This design comes from an exercise in tuning for small area, a short achievable clock period and few clock cycles per item on the open sky130 flow, not from production work.
No run shown here included a check of the RTL's function; only the layout flow was run.

--- flow/design.v ---
module qg_spread_quant (
    input  wire         clk,
    input  wire         rst,
    input  wire         in_valid,
    output wire         in_ready,
    input  wire         in_first,    
    input  wire         in_blank,    
    input  wire         in_dots,     
    input  wire         in_grey3,    
    input  wire [16:0]  in_share,    
    input  wire [15:0]  in_gain,     
    input  wire [2:0]   in_lev,      
    input  wire [127:0] in_vol,      
    output reg          out_valid,
    output reg  [2:0]   out_lev,
    output reg          out_clip
);
    assign in_ready = 1'b1;
    reg         s1_valid;
    reg         s1_first, s1_blank, s1_dots, s1_grey3;
    reg [16:0]  s1_share;
    reg [15:0]  s1_gain;
    reg [2:0]   s1_lev;
    reg [111:0] s1_vol;
    always @(posedge clk) begin
        s1_valid <= in_valid && !rst;
        s1_first <= in_first;
        s1_blank <= in_blank;
        s1_dots  <= in_dots;
        s1_grey3 <= in_grey3;
        s1_share <= in_share;
        s1_gain  <= in_dots ? 16'h4000 : in_gain;
        s1_lev   <= in_lev;
        s1_vol   <= in_vol[127:16];
    end
    genvar gi;
    wire [18:-1] bs = {2'b00, s1_share, 1'b0};     
    wire [15:0]  bg = s1_gain;
    wire [32:0] mul_a, mul_b;
    wire bn0 = bs[1];
    wire b10 = bs[0] ^ 1'b0;
    wire b20 = (bs[1] & ~bs[0] & ~1'b0) | (~bs[1] & bs[0] & 1'b0);
    wire bp0_0 = ((b10 & bg[0]) | (b20 & 1'b0)) ^ bn0;
    wire bp0_1 = ((b10 & bg[1]) | (b20 & bg[0])) ^ bn0;
    wire bp0_2 = ((b10 & bg[2]) | (b20 & bg[1])) ^ bn0;
    wire bp0_3 = ((b10 & bg[3]) | (b20 & bg[2])) ^ bn0;
    wire bp0_4 = ((b10 & bg[4]) | (b20 & bg[3])) ^ bn0;
    wire bp0_5 = ((b10 & bg[5]) | (b20 & bg[4])) ^ bn0;
    wire bp0_6 = ((b10 & bg[6]) | (b20 & bg[5])) ^ bn0;
    wire bp0_7 = ((b10 & bg[7]) | (b20 & bg[6])) ^ bn0;
    wire bp0_8 = ((b10 & bg[8]) | (b20 & bg[7])) ^ bn0;
    wire bp0_9 = ((b10 & bg[9]) | (b20 & bg[8])) ^ bn0;
    wire bp0_10 = ((b10 & bg[10]) | (b20 & bg[9])) ^ bn0;
    wire bp0_11 = ((b10 & bg[11]) | (b20 & bg[10])) ^ bn0;
    wire bp0_12 = ((b10 & bg[12]) | (b20 & bg[11])) ^ bn0;
    wire bp0_13 = ((b10 & bg[13]) | (b20 & bg[12])) ^ bn0;
    wire bp0_14 = ((b10 & bg[14]) | (b20 & bg[13])) ^ bn0;
    wire bp0_15 = ((b10 & bg[15]) | (b20 & bg[14])) ^ bn0;
    wire bp0_16 = ((b10 & 1'b0) | (b20 & bg[15])) ^ bn0;
    wire bn1 = bs[3];
    wire b11 = bs[2] ^ bs[1];
    wire b21 = (bs[3] & ~bs[2] & ~bs[1]) | (~bs[3] & bs[2] & bs[1]);
    wire bp1_0 = ((b11 & bg[0]) | (b21 & 1'b0)) ^ bn1;
    wire bp1_1 = ((b11 & bg[1]) | (b21 & bg[0])) ^ bn1;
    wire bp1_2 = ((b11 & bg[2]) | (b21 & bg[1])) ^ bn1;
    wire bp1_3 = ((b11 & bg[3]) | (b21 & bg[2])) ^ bn1;
    wire bp1_4 = ((b11 & bg[4]) | (b21 & bg[3])) ^ bn1;
    wire bp1_5 = ((b11 & bg[5]) | (b21 & bg[4])) ^ bn1;
    wire bp1_6 = ((b11 & bg[6]) | (b21 & bg[5])) ^ bn1;
    wire bp1_7 = ((b11 & bg[7]) | (b21 & bg[6])) ^ bn1;
    wire bp1_8 = ((b11 & bg[8]) | (b21 & bg[7])) ^ bn1;
    wire bp1_9 = ((b11 & bg[9]) | (b21 & bg[8])) ^ bn1;
    wire bp1_10 = ((b11 & bg[10]) | (b21 & bg[9])) ^ bn1;
    wire bp1_11 = ((b11 & bg[11]) | (b21 & bg[10])) ^ bn1;
    wire bp1_12 = ((b11 & bg[12]) | (b21 & bg[11])) ^ bn1;
    wire bp1_13 = ((b11 & bg[13]) | (b21 & bg[12])) ^ bn1;
    wire bp1_14 = ((b11 & bg[14]) | (b21 & bg[13])) ^ bn1;
    wire bp1_15 = ((b11 & bg[15]) | (b21 & bg[14])) ^ bn1;
    wire bp1_16 = ((b11 & 1'b0) | (b21 & bg[15])) ^ bn1;
    wire bn2 = bs[5];
    wire b12 = bs[4] ^ bs[3];
    wire b22 = (bs[5] & ~bs[4] & ~bs[3]) | (~bs[5] & bs[4] & bs[3]);
    wire bp2_0 = ((b12 & bg[0]) | (b22 & 1'b0)) ^ bn2;
    wire bp2_1 = ((b12 & bg[1]) | (b22 & bg[0])) ^ bn2;
    wire bp2_2 = ((b12 & bg[2]) | (b22 & bg[1])) ^ bn2;
    wire bp2_3 = ((b12 & bg[3]) | (b22 & bg[2])) ^ bn2;
    wire bp2_4 = ((b12 & bg[4]) | (b22 & bg[3])) ^ bn2;
    wire bp2_5 = ((b12 & bg[5]) | (b22 & bg[4])) ^ bn2;
    wire bp2_6 = ((b12 & bg[6]) | (b22 & bg[5])) ^ bn2;
    wire bp2_7 = ((b12 & bg[7]) | (b22 & bg[6])) ^ bn2;
    wire bp2_8 = ((b12 & bg[8]) | (b22 & bg[7])) ^ bn2;
    wire bp2_9 = ((b12 & bg[9]) | (b22 & bg[8])) ^ bn2;
    wire bp2_10 = ((b12 & bg[10]) | (b22 & bg[9])) ^ bn2;
    wire bp2_11 = ((b12 & bg[11]) | (b22 & bg[10])) ^ bn2;
    wire bp2_12 = ((b12 & bg[12]) | (b22 & bg[11])) ^ bn2;
    wire bp2_13 = ((b12 & bg[13]) | (b22 & bg[12])) ^ bn2;
    wire bp2_14 = ((b12 & bg[14]) | (b22 & bg[13])) ^ bn2;
    wire bp2_15 = ((b12 & bg[15]) | (b22 & bg[14])) ^ bn2;
    wire bp2_16 = ((b12 & 1'b0) | (b22 & bg[15])) ^ bn2;
    wire bn3 = bs[7];
    wire b13 = bs[6] ^ bs[5];
    wire b23 = (bs[7] & ~bs[6] & ~bs[5]) | (~bs[7] & bs[6] & bs[5]);
    wire bp3_0 = ((b13 & bg[0]) | (b23 & 1'b0)) ^ bn3;
    wire bp3_1 = ((b13 & bg[1]) | (b23 & bg[0])) ^ bn3;
    wire bp3_2 = ((b13 & bg[2]) | (b23 & bg[1])) ^ bn3;
    wire bp3_3 = ((b13 & bg[3]) | (b23 & bg[2])) ^ bn3;
    wire bp3_4 = ((b13 & bg[4]) | (b23 & bg[3])) ^ bn3;
    wire bp3_5 = ((b13 & bg[5]) | (b23 & bg[4])) ^ bn3;
    wire bp3_6 = ((b13 & bg[6]) | (b23 & bg[5])) ^ bn3;
    wire bp3_7 = ((b13 & bg[7]) | (b23 & bg[6])) ^ bn3;
    wire bp3_8 = ((b13 & bg[8]) | (b23 & bg[7])) ^ bn3;
    wire bp3_9 = ((b13 & bg[9]) | (b23 & bg[8])) ^ bn3;
    wire bp3_10 = ((b13 & bg[10]) | (b23 & bg[9])) ^ bn3;
    wire bp3_11 = ((b13 & bg[11]) | (b23 & bg[10])) ^ bn3;
    wire bp3_12 = ((b13 & bg[12]) | (b23 & bg[11])) ^ bn3;
    wire bp3_13 = ((b13 & bg[13]) | (b23 & bg[12])) ^ bn3;
    wire bp3_14 = ((b13 & bg[14]) | (b23 & bg[13])) ^ bn3;
    wire bp3_15 = ((b13 & bg[15]) | (b23 & bg[14])) ^ bn3;
    wire bp3_16 = ((b13 & 1'b0) | (b23 & bg[15])) ^ bn3;
    wire bn4 = bs[9];
    wire b14 = bs[8] ^ bs[7];
    wire b24 = (bs[9] & ~bs[8] & ~bs[7]) | (~bs[9] & bs[8] & bs[7]);
    wire bp4_0 = ((b14 & bg[0]) | (b24 & 1'b0)) ^ bn4;
    wire bp4_1 = ((b14 & bg[1]) | (b24 & bg[0])) ^ bn4;
    wire bp4_2 = ((b14 & bg[2]) | (b24 & bg[1])) ^ bn4;
    wire bp4_3 = ((b14 & bg[3]) | (b24 & bg[2])) ^ bn4;
    wire bp4_4 = ((b14 & bg[4]) | (b24 & bg[3])) ^ bn4;
    wire bp4_5 = ((b14 & bg[5]) | (b24 & bg[4])) ^ bn4;
    wire bp4_6 = ((b14 & bg[6]) | (b24 & bg[5])) ^ bn4;
    wire bp4_7 = ((b14 & bg[7]) | (b24 & bg[6])) ^ bn4;
    wire bp4_8 = ((b14 & bg[8]) | (b24 & bg[7])) ^ bn4;
    wire bp4_9 = ((b14 & bg[9]) | (b24 & bg[8])) ^ bn4;
    wire bp4_10 = ((b14 & bg[10]) | (b24 & bg[9])) ^ bn4;
    wire bp4_11 = ((b14 & bg[11]) | (b24 & bg[10])) ^ bn4;
    wire bp4_12 = ((b14 & bg[12]) | (b24 & bg[11])) ^ bn4;
    wire bp4_13 = ((b14 & bg[13]) | (b24 & bg[12])) ^ bn4;
    wire bp4_14 = ((b14 & bg[14]) | (b24 & bg[13])) ^ bn4;
    wire bp4_15 = ((b14 & bg[15]) | (b24 & bg[14])) ^ bn4;
    wire bp4_16 = ((b14 & 1'b0) | (b24 & bg[15])) ^ bn4;
    wire bn5 = bs[11];
    wire b15 = bs[10] ^ bs[9];
    wire b25 = (bs[11] & ~bs[10] & ~bs[9]) | (~bs[11] & bs[10] & bs[9]);
    wire bp5_0 = ((b15 & bg[0]) | (b25 & 1'b0)) ^ bn5;
    wire bp5_1 = ((b15 & bg[1]) | (b25 & bg[0])) ^ bn5;
    wire bp5_2 = ((b15 & bg[2]) | (b25 & bg[1])) ^ bn5;
    wire bp5_3 = ((b15 & bg[3]) | (b25 & bg[2])) ^ bn5;
    wire bp5_4 = ((b15 & bg[4]) | (b25 & bg[3])) ^ bn5;
    wire bp5_5 = ((b15 & bg[5]) | (b25 & bg[4])) ^ bn5;
    wire bp5_6 = ((b15 & bg[6]) | (b25 & bg[5])) ^ bn5;
    wire bp5_7 = ((b15 & bg[7]) | (b25 & bg[6])) ^ bn5;
    wire bp5_8 = ((b15 & bg[8]) | (b25 & bg[7])) ^ bn5;
    wire bp5_9 = ((b15 & bg[9]) | (b25 & bg[8])) ^ bn5;
    wire bp5_10 = ((b15 & bg[10]) | (b25 & bg[9])) ^ bn5;
    wire bp5_11 = ((b15 & bg[11]) | (b25 & bg[10])) ^ bn5;
    wire bp5_12 = ((b15 & bg[12]) | (b25 & bg[11])) ^ bn5;
    wire bp5_13 = ((b15 & bg[13]) | (b25 & bg[12])) ^ bn5;
    wire bp5_14 = ((b15 & bg[14]) | (b25 & bg[13])) ^ bn5;
    wire bp5_15 = ((b15 & bg[15]) | (b25 & bg[14])) ^ bn5;
    wire bp5_16 = ((b15 & 1'b0) | (b25 & bg[15])) ^ bn5;
    wire bn6 = bs[13];
    wire b16 = bs[12] ^ bs[11];
    wire b26 = (bs[13] & ~bs[12] & ~bs[11]) | (~bs[13] & bs[12] & bs[11]);
    wire bp6_0 = ((b16 & bg[0]) | (b26 & 1'b0)) ^ bn6;
    wire bp6_1 = ((b16 & bg[1]) | (b26 & bg[0])) ^ bn6;
    wire bp6_2 = ((b16 & bg[2]) | (b26 & bg[1])) ^ bn6;
    wire bp6_3 = ((b16 & bg[3]) | (b26 & bg[2])) ^ bn6;
    wire bp6_4 = ((b16 & bg[4]) | (b26 & bg[3])) ^ bn6;
    wire bp6_5 = ((b16 & bg[5]) | (b26 & bg[4])) ^ bn6;
    wire bp6_6 = ((b16 & bg[6]) | (b26 & bg[5])) ^ bn6;
    wire bp6_7 = ((b16 & bg[7]) | (b26 & bg[6])) ^ bn6;
    wire bp6_8 = ((b16 & bg[8]) | (b26 & bg[7])) ^ bn6;
    wire bp6_9 = ((b16 & bg[9]) | (b26 & bg[8])) ^ bn6;
    wire bp6_10 = ((b16 & bg[10]) | (b26 & bg[9])) ^ bn6;
    wire bp6_11 = ((b16 & bg[11]) | (b26 & bg[10])) ^ bn6;
    wire bp6_12 = ((b16 & bg[12]) | (b26 & bg[11])) ^ bn6;
    wire bp6_13 = ((b16 & bg[13]) | (b26 & bg[12])) ^ bn6;
    wire bp6_14 = ((b16 & bg[14]) | (b26 & bg[13])) ^ bn6;
    wire bp6_15 = ((b16 & bg[15]) | (b26 & bg[14])) ^ bn6;
    wire bp6_16 = ((b16 & 1'b0) | (b26 & bg[15])) ^ bn6;
    wire bn7 = bs[15];
    wire b17 = bs[14] ^ bs[13];
    wire b27 = (bs[15] & ~bs[14] & ~bs[13]) | (~bs[15] & bs[14] & bs[13]);
    wire bp7_0 = ((b17 & bg[0]) | (b27 & 1'b0)) ^ bn7;
    wire bp7_1 = ((b17 & bg[1]) | (b27 & bg[0])) ^ bn7;
    wire bp7_2 = ((b17 & bg[2]) | (b27 & bg[1])) ^ bn7;
    wire bp7_3 = ((b17 & bg[3]) | (b27 & bg[2])) ^ bn7;
    wire bp7_4 = ((b17 & bg[4]) | (b27 & bg[3])) ^ bn7;
    wire bp7_5 = ((b17 & bg[5]) | (b27 & bg[4])) ^ bn7;
    wire bp7_6 = ((b17 & bg[6]) | (b27 & bg[5])) ^ bn7;
    wire bp7_7 = ((b17 & bg[7]) | (b27 & bg[6])) ^ bn7;
    wire bp7_8 = ((b17 & bg[8]) | (b27 & bg[7])) ^ bn7;
    wire bp7_9 = ((b17 & bg[9]) | (b27 & bg[8])) ^ bn7;
    wire bp7_10 = ((b17 & bg[10]) | (b27 & bg[9])) ^ bn7;
    wire bp7_11 = ((b17 & bg[11]) | (b27 & bg[10])) ^ bn7;
    wire bp7_12 = ((b17 & bg[12]) | (b27 & bg[11])) ^ bn7;
    wire bp7_13 = ((b17 & bg[13]) | (b27 & bg[12])) ^ bn7;
    wire bp7_14 = ((b17 & bg[14]) | (b27 & bg[13])) ^ bn7;
    wire bp7_15 = ((b17 & bg[15]) | (b27 & bg[14])) ^ bn7;
    wire bp7_16 = ((b17 & 1'b0) | (b27 & bg[15])) ^ bn7;
    wire bn8 = bs[17];
    wire b18 = bs[16] ^ bs[15];
    wire b28 = (bs[17] & ~bs[16] & ~bs[15]) | (~bs[17] & bs[16] & bs[15]);
    wire bp8_0 = ((b18 & bg[0]) | (b28 & 1'b0)) ^ bn8;
    wire bp8_1 = ((b18 & bg[1]) | (b28 & bg[0])) ^ bn8;
    wire bp8_2 = ((b18 & bg[2]) | (b28 & bg[1])) ^ bn8;
    wire bp8_3 = ((b18 & bg[3]) | (b28 & bg[2])) ^ bn8;
    wire bp8_4 = ((b18 & bg[4]) | (b28 & bg[3])) ^ bn8;
    wire bp8_5 = ((b18 & bg[5]) | (b28 & bg[4])) ^ bn8;
    wire bp8_6 = ((b18 & bg[6]) | (b28 & bg[5])) ^ bn8;
    wire bp8_7 = ((b18 & bg[7]) | (b28 & bg[6])) ^ bn8;
    wire bp8_8 = ((b18 & bg[8]) | (b28 & bg[7])) ^ bn8;
    wire bp8_9 = ((b18 & bg[9]) | (b28 & bg[8])) ^ bn8;
    wire bp8_10 = ((b18 & bg[10]) | (b28 & bg[9])) ^ bn8;
    wire bp8_11 = ((b18 & bg[11]) | (b28 & bg[10])) ^ bn8;
    wire bp8_12 = ((b18 & bg[12]) | (b28 & bg[11])) ^ bn8;
    wire bp8_13 = ((b18 & bg[13]) | (b28 & bg[12])) ^ bn8;
    wire bp8_14 = ((b18 & bg[14]) | (b28 & bg[13])) ^ bn8;
    wire bp8_15 = ((b18 & bg[15]) | (b28 & bg[14])) ^ bn8;
    wire bp8_16 = ((b18 & 1'b0) | (b28 & bg[15])) ^ bn8;
    wire s1 = bp0_16 ^ bp1_14;
    wire c2 = bp0_16 & bp1_14;
    wire s3 = ~bn0 ^ bp1_15 ^ bp2_13;
    wire c4 = (~bn0 & bp1_15) | (~bn0 & bp2_13) | (bp1_15 & bp2_13);
    wire s5 = bp1_16 ^ bp2_14;
    wire c6 = bp1_16 & bp2_14;
    wire s7 = bp0_10 ^ bp1_8;
    wire c8 = bp0_10 & bp1_8;
    wire s9 = bp0_11 ^ bp1_9;
    wire c10 = bp0_11 & bp1_9;
    wire s11 = bp0_12 ^ bp1_10 ^ bp2_8;
    wire c12 = (bp0_12 & bp1_10) | (bp0_12 & bp2_8) | (bp1_10 & bp2_8);
    wire s13 = bp3_6 ^ bp4_4;
    wire c14 = bp3_6 & bp4_4;
    wire s15 = bp0_13 ^ bp1_11 ^ bp2_9;
    wire c16 = (bp0_13 & bp1_11) | (bp0_13 & bp2_9) | (bp1_11 & bp2_9);
    wire s17 = bp3_7 ^ bp4_5 ^ bp5_3;
    wire c18 = (bp3_7 & bp4_5) | (bp3_7 & bp5_3) | (bp4_5 & bp5_3);
    wire s19 = bp0_14 ^ bp1_12 ^ bp2_10;
    wire c20 = (bp0_14 & bp1_12) | (bp0_14 & bp2_10) | (bp1_12 & bp2_10);
    wire s21 = bp3_8 ^ bp4_6 ^ bp5_4;
    wire c22 = (bp3_8 & bp4_6) | (bp3_8 & bp5_4) | (bp4_6 & bp5_4);
    wire s23 = bp6_2 ^ bp7_0;
    wire c24 = bp6_2 & bp7_0;
    wire s25 = bp0_15 ^ bp1_13 ^ bp2_11;
    wire c26 = (bp0_15 & bp1_13) | (bp0_15 & bp2_11) | (bp1_13 & bp2_11);
    wire s27 = bp3_9 ^ bp4_7 ^ bp5_5;
    wire c28 = (bp3_9 & bp4_7) | (bp3_9 & bp5_5) | (bp4_7 & bp5_5);
    wire s29 = bp6_3 ^ bp7_1;
    wire c30 = bp6_3 & bp7_1;
    wire s31 = s1 ^ bp2_12 ^ bp3_10;
    wire c32 = (s1 & bp2_12) | (s1 & bp3_10) | (bp2_12 & bp3_10);
    wire s33 = bp4_8 ^ bp5_6 ^ bp6_4;
    wire c34 = (bp4_8 & bp5_6) | (bp4_8 & bp6_4) | (bp5_6 & bp6_4);
    wire s35 = bp7_2 ^ bp8_0 ^ bn8;
    wire c36 = (bp7_2 & bp8_0) | (bp7_2 & bn8) | (bp8_0 & bn8);
    wire s37 = c2 ^ s3 ^ bp3_11;
    wire c38 = (c2 & s3) | (c2 & bp3_11) | (s3 & bp3_11);
    wire s39 = bp4_9 ^ bp5_7 ^ bp6_5;
    wire c40 = (bp4_9 & bp5_7) | (bp4_9 & bp6_5) | (bp5_7 & bp6_5);
    wire s41 = bp7_3 ^ bp8_1 ^ 1'b1;
    wire c42 = (bp7_3 & bp8_1) | (bp7_3 & 1'b1) | (bp8_1 & 1'b1);
    wire s43 = c4 ^ s5 ^ bp3_12;
    wire c44 = (c4 & s5) | (c4 & bp3_12) | (s5 & bp3_12);
    wire s45 = bp4_10 ^ bp5_8 ^ bp6_6;
    wire c46 = (bp4_10 & bp5_8) | (bp4_10 & bp6_6) | (bp5_8 & bp6_6);
    wire s47 = bp7_4 ^ bp8_2 ^ 1'b1;
    wire c48 = (bp7_4 & bp8_2) | (bp7_4 & 1'b1) | (bp8_2 & 1'b1);
    wire s49 = c6 ^ ~bn1 ^ bp2_15;
    wire c50 = (c6 & ~bn1) | (c6 & bp2_15) | (~bn1 & bp2_15);
    wire s51 = bp3_13 ^ bp4_11 ^ bp5_9;
    wire c52 = (bp3_13 & bp4_11) | (bp3_13 & bp5_9) | (bp4_11 & bp5_9);
    wire s53 = bp6_7 ^ bp7_5 ^ bp8_3;
    wire c54 = (bp6_7 & bp7_5) | (bp6_7 & bp8_3) | (bp7_5 & bp8_3);
    wire s55 = bp2_16 ^ bp3_14 ^ bp4_12;
    wire c56 = (bp2_16 & bp3_14) | (bp2_16 & bp4_12) | (bp3_14 & bp4_12);
    wire s57 = bp5_10 ^ bp6_8 ^ bp7_6;
    wire c58 = (bp5_10 & bp6_8) | (bp5_10 & bp7_6) | (bp6_8 & bp7_6);
    wire s59 = bp8_4 ^ 1'b1;
    wire c60 = bp8_4 & 1'b1;
    wire s61 = ~bn2 ^ bp3_15 ^ bp4_13;
    wire c62 = (~bn2 & bp3_15) | (~bn2 & bp4_13) | (bp3_15 & bp4_13);
    wire s63 = bp5_11 ^ bp6_9 ^ bp7_7;
    wire c64 = (bp5_11 & bp6_9) | (bp5_11 & bp7_7) | (bp6_9 & bp7_7);
    wire s65 = bp3_16 ^ bp4_14 ^ bp5_12;
    wire c66 = (bp3_16 & bp4_14) | (bp3_16 & bp5_12) | (bp4_14 & bp5_12);
    wire s67 = bp6_10 ^ bp7_8;
    wire c68 = bp6_10 & bp7_8;
    wire s69 = ~bn3 ^ bp4_15 ^ bp5_13;
    wire c70 = (~bn3 & bp4_15) | (~bn3 & bp5_13) | (bp4_15 & bp5_13);
    wire s71 = bp4_16 ^ bp5_14;
    wire c72 = bp4_16 & bp5_14;
    wire s73 = bp0_6 ^ bp1_4;
    wire c74 = bp0_6 & bp1_4;
    wire s75 = bp0_7 ^ bp1_5;
    wire c76 = bp0_7 & bp1_5;
    wire s77 = bp0_8 ^ bp1_6 ^ bp2_4;
    wire c78 = (bp0_8 & bp1_6) | (bp0_8 & bp2_4) | (bp1_6 & bp2_4);
    wire s79 = bp3_2 ^ bp4_0;
    wire c80 = bp3_2 & bp4_0;
    wire s81 = bp0_9 ^ bp1_7 ^ bp2_5;
    wire c82 = (bp0_9 & bp1_7) | (bp0_9 & bp2_5) | (bp1_7 & bp2_5);
    wire s83 = bp3_3 ^ bp4_1;
    wire c84 = bp3_3 & bp4_1;
    wire s85 = s7 ^ bp2_6 ^ bp3_4;
    wire c86 = (s7 & bp2_6) | (s7 & bp3_4) | (bp2_6 & bp3_4);
    wire s87 = bp4_2 ^ bp5_0 ^ bn5;
    wire c88 = (bp4_2 & bp5_0) | (bp4_2 & bn5) | (bp5_0 & bn5);
    wire s89 = c8 ^ s9 ^ bp2_7;
    wire c90 = (c8 & s9) | (c8 & bp2_7) | (s9 & bp2_7);
    wire s91 = bp3_5 ^ bp4_3 ^ bp5_1;
    wire c92 = (bp3_5 & bp4_3) | (bp3_5 & bp5_1) | (bp4_3 & bp5_1);
    wire s93 = c10 ^ s11 ^ s13;
    wire c94 = (c10 & s11) | (c10 & s13) | (s11 & s13);
    wire s95 = bp5_2 ^ bp6_0 ^ bn6;
    wire c96 = (bp5_2 & bp6_0) | (bp5_2 & bn6) | (bp6_0 & bn6);
    wire s97 = c12 ^ c14 ^ s15;
    wire c98 = (c12 & c14) | (c12 & s15) | (c14 & s15);
    wire s99 = s17 ^ bp6_1 ^ 1'b1;
    wire c100 = (s17 & bp6_1) | (s17 & 1'b1) | (bp6_1 & 1'b1);
    wire s101 = c16 ^ c18 ^ s19;
    wire c102 = (c16 & c18) | (c16 & s19) | (c18 & s19);
    wire s103 = s21 ^ s23 ^ bn7;
    wire c104 = (s21 & s23) | (s21 & bn7) | (s23 & bn7);
    wire s105 = c20 ^ c22 ^ c24;
    wire c106 = (c20 & c22) | (c20 & c24) | (c22 & c24);
    wire s107 = s25 ^ s27 ^ s29;
    wire c108 = (s25 & s27) | (s25 & s29) | (s27 & s29);
    wire s109 = c26 ^ c28 ^ c30;
    wire c110 = (c26 & c28) | (c26 & c30) | (c28 & c30);
    wire s111 = s31 ^ s33 ^ s35;
    wire c112 = (s31 & s33) | (s31 & s35) | (s33 & s35);
    wire s113 = c32 ^ c34 ^ c36;
    wire c114 = (c32 & c34) | (c32 & c36) | (c34 & c36);
    wire s115 = s37 ^ s39 ^ s41;
    wire c116 = (s37 & s39) | (s37 & s41) | (s39 & s41);
    wire s117 = c38 ^ c40 ^ c42;
    wire c118 = (c38 & c40) | (c38 & c42) | (c40 & c42);
    wire s119 = s43 ^ s45 ^ s47;
    wire c120 = (s43 & s45) | (s43 & s47) | (s45 & s47);
    wire s121 = c44 ^ c46 ^ c48;
    wire c122 = (c44 & c46) | (c44 & c48) | (c46 & c48);
    wire s123 = s49 ^ s51 ^ s53;
    wire c124 = (s49 & s51) | (s49 & s53) | (s51 & s53);
    wire s125 = c50 ^ c52 ^ c54;
    wire c126 = (c50 & c52) | (c50 & c54) | (c52 & c54);
    wire s127 = s55 ^ s57 ^ s59;
    wire c128 = (s55 & s57) | (s55 & s59) | (s57 & s59);
    wire s129 = c56 ^ c58 ^ c60;
    wire c130 = (c56 & c58) | (c56 & c60) | (c58 & c60);
    wire s131 = s61 ^ s63 ^ bp8_5;
    wire c132 = (s61 & s63) | (s61 & bp8_5) | (s63 & bp8_5);
    wire s133 = c62 ^ c64 ^ s65;
    wire c134 = (c62 & c64) | (c62 & s65) | (c64 & s65);
    wire s135 = s67 ^ bp8_6 ^ 1'b1;
    wire c136 = (s67 & bp8_6) | (s67 & 1'b1) | (bp8_6 & 1'b1);
    wire s137 = c66 ^ c68 ^ s69;
    wire c138 = (c66 & c68) | (c66 & s69) | (c68 & s69);
    wire s139 = bp6_11 ^ bp7_9 ^ bp8_7;
    wire c140 = (bp6_11 & bp7_9) | (bp6_11 & bp8_7) | (bp7_9 & bp8_7);
    wire s141 = c70 ^ s71 ^ bp6_12;
    wire c142 = (c70 & s71) | (c70 & bp6_12) | (s71 & bp6_12);
    wire s143 = bp7_10 ^ bp8_8 ^ 1'b1;
    wire c144 = (bp7_10 & bp8_8) | (bp7_10 & 1'b1) | (bp8_8 & 1'b1);
    wire s145 = c72 ^ ~bn4 ^ bp5_15;
    wire c146 = (c72 & ~bn4) | (c72 & bp5_15) | (~bn4 & bp5_15);
    wire s147 = bp6_13 ^ bp7_11 ^ bp8_9;
    wire c148 = (bp6_13 & bp7_11) | (bp6_13 & bp8_9) | (bp7_11 & bp8_9);
    wire s149 = bp5_16 ^ bp6_14 ^ bp7_12;
    wire c150 = (bp5_16 & bp6_14) | (bp5_16 & bp7_12) | (bp6_14 & bp7_12);
    wire s151 = bp8_10 ^ 1'b1;
    wire c152 = bp8_10 & 1'b1;
    wire s153 = ~bn5 ^ bp6_15 ^ bp7_13;
    wire c154 = (~bn5 & bp6_15) | (~bn5 & bp7_13) | (bp6_15 & bp7_13);
    wire s155 = bp6_16 ^ bp7_14;
    wire c156 = bp6_16 & bp7_14;
    wire s157 = bp0_4 ^ bp1_2;
    wire c158 = bp0_4 & bp1_2;
    wire s159 = bp0_5 ^ bp1_3;
    wire c160 = bp0_5 & bp1_3;
    wire s161 = s73 ^ bp2_2 ^ bp3_0;
    wire c162 = (s73 & bp2_2) | (s73 & bp3_0) | (bp2_2 & bp3_0);
    wire s163 = c74 ^ s75 ^ bp2_3;
    wire c164 = (c74 & s75) | (c74 & bp2_3) | (s75 & bp2_3);
    wire s165 = c76 ^ s77 ^ s79;
    wire c166 = (c76 & s77) | (c76 & s79) | (s77 & s79);
    wire s167 = c78 ^ c80 ^ s81;
    wire c168 = (c78 & c80) | (c78 & s81) | (c80 & s81);
    wire s169 = c82 ^ c84 ^ s85;
    wire c170 = (c82 & c84) | (c82 & s85) | (c84 & s85);
    wire s171 = c86 ^ c88 ^ s89;
    wire c172 = (c86 & c88) | (c86 & s89) | (c88 & s89);
    wire s173 = c90 ^ c92 ^ s93;
    wire c174 = (c90 & c92) | (c90 & s93) | (c92 & s93);
    wire s175 = c94 ^ c96 ^ s97;
    wire c176 = (c94 & c96) | (c94 & s97) | (c96 & s97);
    wire s177 = c98 ^ c100 ^ s101;
    wire c178 = (c98 & c100) | (c98 & s101) | (c100 & s101);
    wire s179 = c102 ^ c104 ^ s105;
    wire c180 = (c102 & c104) | (c102 & s105) | (c104 & s105);
    wire s181 = c106 ^ c108 ^ s109;
    wire c182 = (c106 & c108) | (c106 & s109) | (c108 & s109);
    wire s183 = c110 ^ c112 ^ s113;
    wire c184 = (c110 & c112) | (c110 & s113) | (c112 & s113);
    wire s185 = c114 ^ c116 ^ s117;
    wire c186 = (c114 & c116) | (c114 & s117) | (c116 & s117);
    wire s187 = c118 ^ c120 ^ s121;
    wire c188 = (c118 & c120) | (c118 & s121) | (c120 & s121);
    wire s189 = c122 ^ c124 ^ s125;
    wire c190 = (c122 & c124) | (c122 & s125) | (c124 & s125);
    wire s191 = c126 ^ c128 ^ s129;
    wire c192 = (c126 & c128) | (c126 & s129) | (c128 & s129);
    wire s193 = c130 ^ c132 ^ s133;
    wire c194 = (c130 & c132) | (c130 & s133) | (c132 & s133);
    wire s195 = c134 ^ c136 ^ s137;
    wire c196 = (c134 & c136) | (c134 & s137) | (c136 & s137);
    wire s197 = c138 ^ c140 ^ s141;
    wire c198 = (c138 & c140) | (c138 & s141) | (c140 & s141);
    wire s199 = c142 ^ c144 ^ s145;
    wire c200 = (c142 & c144) | (c142 & s145) | (c144 & s145);
    wire s201 = c146 ^ c148 ^ s149;
    wire c202 = (c146 & c148) | (c146 & s149) | (c148 & s149);
    wire s203 = c150 ^ c152 ^ s153;
    wire c204 = (c150 & c152) | (c150 & s153) | (c152 & s153);
    wire s205 = c154 ^ s155 ^ bp8_12;
    wire c206 = (c154 & s155) | (c154 & bp8_12) | (s155 & bp8_12);
    wire s207 = c156 ^ ~bn6 ^ bp7_15;
    wire c208 = (c156 & ~bn6) | (c156 & bp7_15) | (~bn6 & bp7_15);
    wire s209 = bp7_16 ^ bp8_14;
    wire c210 = bp7_16 & bp8_14;
    wire s211 = bp0_2 ^ bp1_0;
    wire c212 = bp0_2 & bp1_0;
    wire s213 = bp0_3 ^ bp1_1;
    wire c214 = bp0_3 & bp1_1;
    wire s215 = s157 ^ bp2_0 ^ bn2;
    wire c216 = (s157 & bp2_0) | (s157 & bn2) | (bp2_0 & bn2);
    wire s217 = c158 ^ s159 ^ bp2_1;
    wire c218 = (c158 & s159) | (c158 & bp2_1) | (s159 & bp2_1);
    wire s219 = c160 ^ s161 ^ bn3;
    wire c220 = (c160 & s161) | (c160 & bn3) | (s161 & bn3);
    wire s221 = c162 ^ s163 ^ bp3_1;
    wire c222 = (c162 & s163) | (c162 & bp3_1) | (s163 & bp3_1);
    wire s223 = c164 ^ s165 ^ bn4;
    wire c224 = (c164 & s165) | (c164 & bn4) | (s165 & bn4);
    wire s225 = c166 ^ s167 ^ s83;
    wire c226 = (c166 & s167) | (c166 & s83) | (s167 & s83);
    wire s227 = c168 ^ s169 ^ s87;
    wire c228 = (c168 & s169) | (c168 & s87) | (s169 & s87);
    wire s229 = c170 ^ s171 ^ s91;
    wire c230 = (c170 & s171) | (c170 & s91) | (s171 & s91);
    wire s231 = c172 ^ s173 ^ s95;
    wire c232 = (c172 & s173) | (c172 & s95) | (s173 & s95);
    wire s233 = c174 ^ s175 ^ s99;
    wire c234 = (c174 & s175) | (c174 & s99) | (s175 & s99);
    wire s235 = c176 ^ s177 ^ s103;
    wire c236 = (c176 & s177) | (c176 & s103) | (s177 & s103);
    wire s237 = c178 ^ s179 ^ s107;
    wire c238 = (c178 & s179) | (c178 & s107) | (s179 & s107);
    wire s239 = c180 ^ s181 ^ s111;
    wire c240 = (c180 & s181) | (c180 & s111) | (s181 & s111);
    wire s241 = c182 ^ s183 ^ s115;
    wire c242 = (c182 & s183) | (c182 & s115) | (s183 & s115);
    wire s243 = c184 ^ s185 ^ s119;
    wire c244 = (c184 & s185) | (c184 & s119) | (s185 & s119);
    wire s245 = c186 ^ s187 ^ s123;
    wire c246 = (c186 & s187) | (c186 & s123) | (s187 & s123);
    wire s247 = c188 ^ s189 ^ s127;
    wire c248 = (c188 & s189) | (c188 & s127) | (s189 & s127);
    wire s249 = c190 ^ s191 ^ s131;
    wire c250 = (c190 & s191) | (c190 & s131) | (s191 & s131);
    wire s251 = c192 ^ s193 ^ s135;
    wire c252 = (c192 & s193) | (c192 & s135) | (s193 & s135);
    wire s253 = c194 ^ s195 ^ s139;
    wire c254 = (c194 & s195) | (c194 & s139) | (s195 & s139);
    wire s255 = c196 ^ s197 ^ s143;
    wire c256 = (c196 & s197) | (c196 & s143) | (s197 & s143);
    wire s257 = c198 ^ s199 ^ s147;
    wire c258 = (c198 & s199) | (c198 & s147) | (s199 & s147);
    wire s259 = c200 ^ s201 ^ s151;
    wire c260 = (c200 & s201) | (c200 & s151) | (s201 & s151);
    wire s261 = c202 ^ s203 ^ bp8_11;
    wire c262 = (c202 & s203) | (c202 & bp8_11) | (s203 & bp8_11);
    wire s263 = c204 ^ s205 ^ 1'b1;
    wire c264 = (c204 & s205) | (c204 & 1'b1) | (s205 & 1'b1);
    wire s265 = c206 ^ s207 ^ bp8_13;
    wire c266 = (c206 & s207) | (c206 & bp8_13) | (s207 & bp8_13);
    wire s267 = c208 ^ s209 ^ 1'b1;
    wire c268 = (c208 & s209) | (c208 & 1'b1) | (s209 & 1'b1);
    wire s269 = c210 ^ ~bn7 ^ bp8_15;
    wire c270 = (c210 & ~bn7) | (c210 & bp8_15) | (~bn7 & bp8_15);
    wire s271 = bp8_16 ^ 1'b1;
    wire c272 = bp8_16 & 1'b1;
    assign mul_a = {c270, c268, c266, c264, c262, c260, c258, c256, c254, c252, c250, c248, c246, c244, c242, c240, c238, c236, c234, c232, c230, c228, c226, c224, c222, c220, c218, c216, c214, c212, s211, bp0_1, bp0_0};
    assign mul_b = {s271, s269, s267, s265, s263, s261, s259, s257, s255, s253, s251, s249, s247, s245, s243, s241, s239, s237, s235, s233, s231, s229, s227, s225, s223, s221, s219, s217, s215, s213, bn1, 1'b0, bn0};
    wire [32:0] prod = mul_a + mul_b;             
    wire        sat  = !s1_dots && (|prod[32:30]);
    wire [16:0] a    = sat ? 17'h0ffff : prod[30:14];
    wire [15:0] v1 [0:7];
    assign v1[0] = 16'd0;
    generate
        for (gi = 1; gi < 8; gi = gi + 1) begin : g_v1
            assign v1[gi] = s1_vol[16*gi-16 +: 16];
        end
    endgenerate
    wire [15:0] own_vol = v1[s1_lev];
    wire [17:0] base    = own_vol + a;
    reg         s2_valid;
    reg         s2_blank, s2_grey3;
    reg [17:0]  s2_base;
    reg [111:0] s2_vol;
    always @(posedge clk) begin
        s2_valid <= s1_valid && !rst;
        s2_blank <= s1_blank;
        s2_grey3 <= s1_grey3;
        s2_base  <= base;
        s2_vol   <= s1_vol;
    end
    wire [15:0] v [0:8];
    assign v[0] = 16'd0;
    assign v[8] = 16'd0;
    generate
        for (gi = 1; gi < 8; gi = gi + 1) begin : g_v2
            assign v[gi] = s2_vol[16*gi-16 +: 16];
        end
    endgenerate
    reg  [18:0] c_want;
    reg  [15:0] c_vol;
    wire [18:0] w_x = {1'b0, s2_base};
    wire [18:0] w_y = c_want;
    wire [18:0] w_z = {3'b111, ~c_vol};
    wire [18:0] w_s = w_x ^ w_y ^ w_z;
    wire [18:0] w_c = (w_x & w_y) | (w_x & w_z) | (w_y & w_z);
    wire [18:0] want = w_s + {w_c[17:0], 1'b1};
    wire        neg  = want[18];
    wire        big  = !neg && (|want[17:16]);
    wire [19:0] w2 = {want, 1'b0};
    wire [7:1]  up;
    generate
        for (gi = 1; gi < 8; gi = gi + 1) begin : g_up
            wire [19:0] y = {4'hf, ~v[gi-1]};
            wire [19:0] z = {4'hf, ~v[gi]};
            wire [19:0] s = w2 ^ y ^ z;
            wire [19:0] c = (w2 & y) | (w2 & z) | (y & z);
            wire [19:0] t = s + {c[18:0], 1'b1};
            assign up[gi] = (gi < 4 || s2_grey3) && !t[19] && (v[gi] != v[gi-1]);
        end
    endgenerate
    wire [7:0] at_b;
    assign at_b[7] = up[7];
    assign at_b[6] = up[6] && !up[7];
    assign at_b[5] = up[5] && !(|up[7:6]);
    assign at_b[4] = up[4] && !(|up[7:5]);
    assign at_b[3] = up[3] && !(|up[7:4]);
    assign at_b[2] = up[2] && !(|up[7:3]);
    assign at_b[1] = up[1] && !(|up[7:2]);
    assign at_b[0] = !(|up[7:1]);
    wire [2:0] best = {at_b[7] | at_b[6] | at_b[5] | at_b[4],
                       at_b[7] | at_b[6] | at_b[3] | at_b[2],
                       at_b[7] | at_b[5] | at_b[3] | at_b[1]};
    reg [15:0] v_sel;
    integer l;
    always @(*) begin
        v_sel = 16'd0;
        for (l = 1; l < 8; l = l + 1)
            v_sel = v_sel | ({16{at_b[l]}} & v[l]);
    end
    wire [15:0] v_top = s2_grey3 ? v[7] : v[3];
    wire        clip  = !neg && (big || want[15:0] > v_top);
    wire        zero  = clip || neg;
    always @(posedge clk) begin
        out_valid <= s2_valid && !rst;
        if (s1_valid && s1_first) begin
            c_want <= 19'd0;
            c_vol  <= 16'd0;
        end else if (s2_valid && !s2_blank) begin
            c_want <= zero ? 19'd0 : want;
            c_vol  <= zero ? 16'd0 : v_sel;
        end
        if (s2_valid) begin
            out_lev  <= s2_blank ? 3'd0 : best;
            out_clip <= !s2_blank && clip;
        end
    end
endmodule
--- flow/run.sh ---
#!/bin/bash
# synth_recipe.tcl (not shown) runs the flow's synth.tcl, then flattens the netlist and writes it again
# the make line also repeats each setting of config.mk as NAME=value (left out here)
make -C /OpenROAD-flow-scripts/flow DESIGN_CONFIG=/design/flow/config.mk WORK_HOME=/design/flow/orfs CLKGATE_MAP_FILE= SYNTH_SCRIPT=/design/flow/synth_recipe.tcl finish
--- flow/config.mk ---
export PLATFORM = sky130hd
export DESIGN_NAME = qg_spread_quant
export DESIGN_NICKNAME = qg_spread_quant
export VERILOG_FILES = /design/flow/design.v
export SDC_FILE = /design/flow/constraint.sdc
export NUM_CORES = 4
export LEC_CHECK = 0
export ABC_AREA = 1
export CAP_MARGIN = 20
export CORE_MARGIN = 2
export CORE_UTILIZATION = 40
export PLACE_DENSITY = 0.6
export SLEW_MARGIN = 20
--- flow/constraint.sdc ---
create_clock -name core_clock -period 36.0 [get_ports {clk}]
set_input_delay 7.2000 -clock core_clock [delete_from_list [all_inputs] [get_ports {clk}]]
set_output_delay 7.2000 -clock core_clock [all_outputs]
set_load 0.01 [all_outputs]
==> results of run 1 <==
[layout by cell type, fill, tap and decap left out, drive strengths merged, types with 3 or more instances in the layout]
cell type        n
clkdlybuf4s50  159
clkinv          29
clkbuf          49
nand4           21
a22o             5
nand2          499
a31oi            9
a211oi           7
xor2           162
a221oi          14
o21bai           4
o21ai           88
a21o             4
nor4            31
a21oi          147
nand3          136
a22oi           11
fa             207
nand3b           5
a41oi            4
buf             21
edfxtp           4
clkinvlp         4
o22ai          137
nor3            29
ha             347
inv            728
or2              3
o21a             3
a21boi           4
xnor2           15
dfxtp          322
nor2           174
[synth_stat cells (all sizes together)]
cell	count	area share [%]
inv	724	10
nand2	499	7.3
ha	347	17
dfxtp	322	25
fa	207	16
nor2	174	2.6
xor2	162	5.4
a21oi	147	2.9
o22ai	137	3.3
nand3	136	2.8
o21ai	88	1.7
clkbuf	57	0.81
nor4	31	0.74
nor3	29	0.57
buf	25	0.56
nand4	21	0.50
clkinv	16	0.23
xnor2	15	0.50
a221oi	14	0.47
a22oi	11	0.31
a31oi	9	0.21
a211oi	7	0.20
a22o	5	0.17
nand3b	5	0.14
a21boi	4	0.11
a21o	4	0.11
a41oi	4	0.13
edfxtp	4	0.46
o21bai	4	0.11
o21a	3	0.086
or2	3	0.071
maj3	2	0.076
o2111ai	2	0.067
o31a	2	0.067
a31o	1	0.033
a41o	1	0.038
conb	1	0.014
o211ai	1	0.029
o2bb2ai	1	0.033
o311ai	1	0.033
o31ai	1	0.029
[metrics by stage]
step / hold slack (ns) / instance area [µm²] / setup slack [ns]
3_3_place_gp: 0.314 / 28700 / 26.45
2_1_floorplan: 0.310 / 26300 / 28.26
6_report: 0.326 / 30000 / 26.31
3_5_place_dp: 0.314 / 28800 / 26.39
5_1_grt: 0.336 / 30000 / 25.52
4_1_cts: 0.328 / 30000 / 26.35
[worst max-delay path, delay by kind of cell (launching register included)]
family	cells	cell delay, ns
AO/OA/AOI/OAI	10	3.11
XOR/XNOR	3	0.51
adder cells (fa/ha/maj)	7	2.81
buffers and inverters	6	0.73
flip-flops	1	0.81
AND/OR/NAND/NOR	11	1.62
[routing by layer]
layer | wire [µm] | GRT usage (%) | part of all wire (%) | up-vias
met3 | 3730 | 2.46 | 5.0 | 100
li1 | - | - | - | 10419
met5 | 10 | 0 | 0.013 | -
met4 | 1830 | 6.02 | 2.4 | 2
met1 | 33700 | 30.0 | 45 | 9728
met2 | 36000 | 38.6 | 48 | 516
[worst max-delay path by stage]
stage	slack, ns	from	end	cells past startpoint
6_report	26.31	s1_share[7]	s2_base[16]	37
5_1_grt	25.52	s1_share[3]	s2_base[16]	38
4_1_cts	26.35	s1_share[7]	s2_base[16]	37
3_5_place_dp	26.39	s1_share[7]	s2_base[16]	37
3_3_place_gp	26.45	s1_share[7]	s2_base[16]	36
2_1_floorplan	28.26	s1_share[3]	s2_base[16]	40
[kinds of logic (layout without fill, tap and decap cells)]
logic type	Yosys count	after routing	synth area share, %
buffers and inverters	822	990	12.0
adder cells (fa/ha/maj)	556	556	32.4
flip-flops	326	326	25.0
AND/OR/NAND/NOR	898	898	14.7
other	1	1	0.0143
XOR/XNOR	177	177	5.90
AO/OA/AOI/OAI	447	447	10.1
[sequential cells by signal (all words and copies together), names as in the netlist, 3 cells and up]
name	count
c_vol	16
c_want	19
out_lev	3
s1_gain	16
s1_lev	3
s1_share	17
s1_vol	112
s2_base	18
s2_vol	112
[area by class of cell]
class | count | area (µm²)
Sequential cell | 326 | 6570
Fill cell | 6504 | 34700
Multi-Input combinational cell | 2079 | 16600
Timing Repair Buffer | 180 | 1780
Inverter | 740 | 2780
Clock inverter | 21 | 191
Tap cell | 855 | 1070
Clock buffer | 49 | 1030
==> results.toml, run 1 <==
[run_status]
run_status = "finished clean"

[setup_path]
worstSetupPathType = "reg2reg"
regToRegStartpoint = "s1_share[7]"
timing.rr.end = "s2_base[16]"
critical_path.slowest_cell = "dfxtp_1"
timing.critical_path.slowest_cell_delay_ns = 0.81
cp_max_fo = 15
cp-end-kind = "register"
cp.required_ns = 36.49
worstPathArrival_ns = 10.18
worstSetupStartpointType = "register"
critical_path.most_common_cell = "inv_1"
r2r_slack_ns = 26.31
worst-r2r-cell-count = 37

[floorplanning]
core_region_area_mm2 = 0.0647
fp.dieW_um = 260
die_h_um = 260
floorplan.initialDensity_pct = 40.6
placementRows = 93
top_level_ports = 177
die-area_mm2 = 0.0678

[placement]
gp_routability_congestion = 0.922
buffer_ports.inserted = 159
dpl.cell_count = 4179
dp.final_hpwl_um = 60500

[min_path]
holdCritPathClass = "reg2reg"
worst_hold_path_startpoint = "s1_blank"
min_delay_path_depth = 0
hold_end = "s2_blank"

[finish]
final_cells = 4250
area.growth.synth_to_final_pct = 14.2
final_core_utilization_pct = 46.4
insertedDiodeCount = 0
final_layout_size_suffix_gt1_share_pct = 3.95
nets = 4091

[timing]
setup_violations = 0
worst_clock_skew_ns = 0.0187
maxClockFrequency_mhz = 103
rsz0062_at_grt = "no"
final.setup.tns_ns = 0
post-route-period-util_pct = 26.9
post-route-min-period_ns = 9.69
timing_hold_violations_final = 0
max_slew_margin_pct = 32.4
worst_slew_pin_slew_ns = 1.00
timing_max_transition_violations_final = 0

[logic_synthesis]
mappedNetlistNets = 3952
synth.avg_cell_area_um2 = 8.14
synthCells = 3227
yosysSeqAreaShare_pct = 25.0
synthesis.area_mm2 = 0.0263
synthDistinctLibCells = 56
flip_flop_and_latch_count_after_synthesis = 326
yosys_warnings = 1

[cts]
clock-sinks = 326
cts_max_level = 2
clkTransAtPathRegs_ns = 0.06
tritoncts_buffer_count = 39
postCtsResizedCells = 0
cts_post_setup_buffers_inserted = 0
clock_tree.root_cell = "clkbuf_16"
clk_path_buf_depth = 3
worst_skew_pair.late_latency_ns = 0.57
tritoncts = "done"
cts_hold_buf = 0

[route]
post_detailed_route_count_of_antenna_violating_nets = 0
post_drt_wl_per_cell_um = 17.7
routed_via_density = 4.89
total_number_of_vias = 20765
dr.first_iter.drc_count = 1503
detail_route.first_pass.iterations = 7
routed_wl_um = 75300
post-route-drc-count = 0

[flow_run]
drv.max_cap_violation_count = 0

[global_route]
grt_max_degree = 34
global_route.usage.total_pct = 22.5
first_pass_grt_wire_length_um = 117000
antenna_found_initial = 1
grt.overflow.total = 0
number_of_global_route_vias_before_repair = 20309
==> run 2, diff against run 1 <==
--- a/flow/design.v
+++ b/flow/design.v
@@ -533,37 +533,47 @@
     wire        neg  = want[18];
     wire        big  = !neg && (|want[17:16]);
-    wire [19:0] w2 = {want, 1'b0};
-    wire [7:1]  up;
+    wire [8:0] below;
+    assign below[0] = 1'b1;
+    assign below[8] = 1'b0;
     generate
-        for (gi = 1; gi < 8; gi = gi + 1) begin : g_up
-            wire [19:0] y = {4'hf, ~v[gi-1]};
-            wire [19:0] z = {4'hf, ~v[gi]};
-            wire [19:0] s = w2 ^ y ^ z;
-            wire [19:0] c = (w2 & y) | (w2 & z) | (y & z);
-            wire [19:0] t = s + {c[18:0], 1'b1};
-            assign up[gi] = (gi < 4 || s2_grey3) && !t[19] && (v[gi] != v[gi-1]);
+        for (gi = 1; gi < 8; gi = gi + 1) begin : g_below
+            assign below[gi] = (gi < 4 || s2_grey3) && !neg && (big || want[15:0] > v[gi]);
         end
     endgenerate
-    wire [7:0] at_b;
-    assign at_b[7] = up[7];
-    assign at_b[6] = up[6] && !up[7];
-    assign at_b[5] = up[5] && !(|up[7:6]);
-    assign at_b[4] = up[4] && !(|up[7:5]);
-    assign at_b[3] = up[3] && !(|up[7:4]);
-    assign at_b[2] = up[2] && !(|up[7:3]);
-    assign at_b[1] = up[1] && !(|up[7:2]);
-    assign at_b[0] = !(|up[7:1]);
-    wire [2:0] best = {at_b[7] | at_b[6] | at_b[5] | at_b[4],
-                       at_b[7] | at_b[6] | at_b[3] | at_b[2],
-                       at_b[7] | at_b[5] | at_b[3] | at_b[1]};
-    reg [15:0] v_sel;
+    wire clip = s2_grey3 ? below[7] : below[3];
+    wire [7:0] at_m;
+    wire [2:0] canon [0:7];
+    assign canon[0] = 3'd0;
+    generate
+        for (gi = 0; gi < 8; gi = gi + 1) begin : g_m
+            assign at_m[gi] = below[gi] && !below[gi+1];
+            if (gi > 0) begin : g_c
+                assign canon[gi] = (v[gi] == v[gi-1]) ? canon[gi-1] : gi;
+            end
+        end
+    endgenerate
+    reg [15:0] v_lo, v_hi;
+    reg [2:0]  lev_lo;
     integer l;
     always @(*) begin
-        v_sel = 16'd0;
-        for (l = 1; l < 8; l = l + 1)
-            v_sel = v_sel | ({16{at_b[l]}} & v[l]);
+        v_lo = 16'd0; v_hi = 16'd0; lev_lo = 3'd0;
+        for (l = 0; l < 8; l = l + 1) begin
+            v_lo   = v_lo   | ({16{at_m[l]}} & v[l]);
+            v_hi   = v_hi   | ({16{at_m[l]}} & v[l+1]);
+            lev_lo = lev_lo | ({3{at_m[l]}} & canon[l]);
+        end
     end
-    wire [15:0] v_top = s2_grey3 ? v[7] : v[3];
-    wire        clip  = !neg && (big || want[15:0] > v_top);
+    wire [2:0] lev_hi = {at_m[6] | at_m[5] | at_m[4] | at_m[3],
+                         at_m[6] | at_m[5] | at_m[2] | at_m[1],
+                         at_m[6] | at_m[4] | at_m[2] | at_m[0]};
+    wire [18:0] up_x = {want[17:0], 1'b0};
+    wire [18:0] up_y = {3'b111, ~v_lo};
+    wire [18:0] up_z = {3'b111, ~v_hi};
+    wire [18:0] up_s = up_x ^ up_y ^ up_z;
+    wire [18:0] up_c = (up_x & up_y) | (up_x & up_z) | (up_y & up_z);
+    wire [18:0] up_t = up_s + {up_c[17:0], 1'b1};
+    wire        up   = !clip && !neg && !up_t[18];
+    wire [2:0]  best  = up ? lev_hi : lev_lo;
+    wire [15:0] v_sel = up ? v_hi : v_lo;
     wire        zero  = clip || neg;
     always @(posedge clk) begin
==> results.toml, run 2 <==
[route]
routed_wl_um = 83200
dr.first_iter.drc_count = 1998
topRoutingLayerUsed = "met4"
m1WireLength_um = 38300
routed_via_density = 5.31
dr_wl_met2_um = 34900
post_drt_wl_per_cell_um = 19.7
post-route-drc-count = 0
detail_route.first_pass.iterations = 6
post_detailed_route_count_of_antenna_violating_nets = 0
met3RoutedLength_um = 6980
total_number_of_vias = 22447

[timing]
timing_hold_violations_final = 0
setup_ws_ns = 26.89
timing_max_transition_violations_final = 0
maxClockFrequency_mhz = 110
final.hold.worst_slack_ns = 0.347
post-route-min-period_ns = 9.11
post-route-period-util_pct = 25.3
final.setup.tns_ns = 0
rsz0062_at_grt = "no"
setup_violations = 0
worst_clock_skew_ns = 0.0368
worst_slew_pin_slew_ns = 1.11
max_slew_margin_pct = 26.2

[flow_run]
drv.max_cap_violation_count = 0

[finish]
nets = 3886
layout_top_registers = "s1_vol: 112 flops, s2_vol: 112 flops, c_want: 19 flops"
most_frequent_cells_in_the_layout = "nand2_1, inv_1, dfxtp_1, nor2_1, ha_1"
insertedDiodeCount = 0
final_cell_area_mm2 = 0.0284
final_cells = 4224
final_layout_size_suffix_gt1_share_pct = 4.46
area.growth.synth_to_final_pct = 14.5
layout_commonest_cell = "nand2_1"

[cts]
tritoncts_buffer_count = 36
tritoncts = "done"
clock-sinks = 326
clock_tree.root_cell = "clkbuf_16"
cts_max_level = 2
clk_path_buf_depth = 3
clkTransAtPathRegs_ns = 0.06
cts_post_setup_buffers_inserted = 0
postCtsResizedCells = 0
cts_hold_buf = 0
worst_skew_pair.late_latency_ns = 0.58

[logic_synthesis]
synth_ff_type = "dfxtp_1"
synth_async_sr_flop_share_pct = 0
netlist.top_cell.by_area = "dfxtp_1"
yosys_warnings = 1
mappedNetlistNets = 3766
yosysSeqAreaShare_pct = 26.4
synth_largest_type_area_fraction_pct = 26.0
synth-edff-count = 4
synthCells = 3241
flip_flop_and_latch_count_after_synthesis = 326
most_instantiated_library_cell_after_synthesis = "nand2_1"
synthesis.area_mm2 = 0.0248
synthDistinctLibCells = 58
synth.avg_cell_area_um2 = 7.66
main_area_contributors_after_synthesis = "dfxtp_1, ha_1, fa_1"
yosys-top-cells-count = "nand2_1, inv_1, dfxtp_1, nor2_1, ha_1"

[setup_path]
critical_path.slowest_cell = "dfxtp_1"
critPathLaunch = "s1_share[3]"
worstPathArrival_ns = 9.54
cp.required_ns = 36.43
critical_path.most_common_cell = "nand2_1"
timing.rr.end = "s2_base[14]"
worstSetupStartpointType = "register"
worstSetupEndpoint = "s2_base[14]"
timing.critical_path.slowest_cell_delay_ns = 0.83
worstSetupPathType = "reg2reg"
worst-r2r-cell-count = 42
r2r_slack_ns = 26.89
regToRegStartpoint = "s1_share[3]"
cp_max_fo = 16
cp-end-kind = "register"

[floorplanning]
top_level_ports = 177
fp.dieW_um = 253
core_region_area_mm2 = 0.0616
floorplan.initialDensity_pct = 40.3
die-area_mm2 = 0.0641
placementRows = 91
die_h_um = 253

[placement]
gp_routability_congestion = 0.977
dp.final_hpwl_um = 66000
buffer_ports.inserted = 159
preCtsSetupSlack_ns = 26.95
placed_cell_area_mm2 = 0.0272
dpl.cell_count = 4160

[global_route]
antenna_found_initial = 0
grt.overflow.total = 0
global_route.usage.total_pct = 25.9
first_pass_grt_wire_length_um = 127000
number_of_global_route_vias_before_repair = 21159
grt_max_degree = 40

[min_path]
holdCritPathClass = "reg2reg"

[run_status]
run_status = "finished clean"
==> run 2: cell types whose count changed after synthesis, sizes merged, moves of 33 or more <==
cell and delta:
nand4 +58, nand2 +101, fa -75, inv -198, xnor2 +33, nor2 +84, ha -125, nand3 +34
==> run 2: final cells by class <==
cell class,instances,area (µm²)
Clock buffer,47,1030
Tap cell,837,1050
Timing Repair Buffer,185,1790
Fill cell,6174,33200
Sequential cell,326,6570
Inverter,545,2050
Multi-Input combinational cell,2267,15700
Clock inverter,17,215
==> run 2: routing by layer <==
layer  vias to the layer above  track usage (%)
met5                         -                0
met4                         0             8.79
met3                       145             4.33
met2                       975             38.8
met1                     10521             37.6
li1                      10806                -
==> run 2: worst max-delay path: cells and delay by family (launching register included) <==
family | cells | cell delay (ns)
adder cells (fa/ha/maj) | 8 | 3.44
AO/OA/AOI/OAI | 10 | 1.77
flip-flops | 1 | 0.83
buffers and inverters | 7 | 0.81
AND/OR/NAND/NOR | 14 | 1.60
XOR/XNOR | 3 | 0.50
==> run 2: kinds of logic (layout without fill, tap and decap cells) <==
kind of cell | Yosys count | in the layout | share of synthesized area, %
buffers and inverters | 648 | 794 | 10.3
XOR/XNOR | 233 | 233 | 8.22
AND/OR/NAND/NOR | 1180 | 1180 | 21.2
adder cells (fa/ha/maj) | 356 | 356 | 21.9
AO/OA/AOI/OAI | 496 | 496 | 11.8
other | 1 | 1 | 0.0151
multiplexers | 1 | 1 | 0.0403
flip-flops | 326 | 326 | 26.4
==> run 2: through the flow <==
stage / util, %
finish: 46.2
global route: 46.2
CTS: 46.2
detailed placement: 44.1
global placement: 44.1
floorplan: -
==> run 2: worst min path at each step <==
| stage | end | slack (ns) | start | depth (start not counted) |
|---|---|---|---|---|
| floorplan | s2_blank | 0.31 | s1_blank | 0 |
| global placement | s2_blank | 0.31 | s1_blank | 0 |
| detailed placement | s2_blank | 0.31 | s1_blank | 0 |
| CTS | s2_blank | 0.34 | s1_blank | 0 |
| global route | s2_grey3 | 0.35 | s1_grey3 | 0 |
| finish | s2_grey3 | 0.35 | s1_grey3 | 0 |

==> re-timing with driven ports <==
The results above use ideal ports. As a check the final layouts listed here were re-extracted and re-timed, cells and wires unchanged.
Step 1 sets driving cells, clkbuf_16 on the clock port and buf_2 on the other inputs (assumed; they add their load-dependent delay and slew).
Step 2 moves the port delays by t, midway between the first and last clock arrival at a register: inputs arrive t later, outputs are due t later. That takes back most of the time a late clock gives input paths.
a / b / c = no drivers / after step 1 / after step 2; a / b = the first two.
run | t (ns) | slack for setup (ns) | hold WS [ns] | worst setup path at the end
run 1 | 0.623 | 26.310 / 26.310 / 26.310 | 0.326 / 0.326 / 0.326 | register to register
run 2 | 0.621 | 26.891 / 26.891 / 26.891 | 0.347 / 0.347 / 0.347 | register to register
After both steps setup and hold are still met in every run listed.
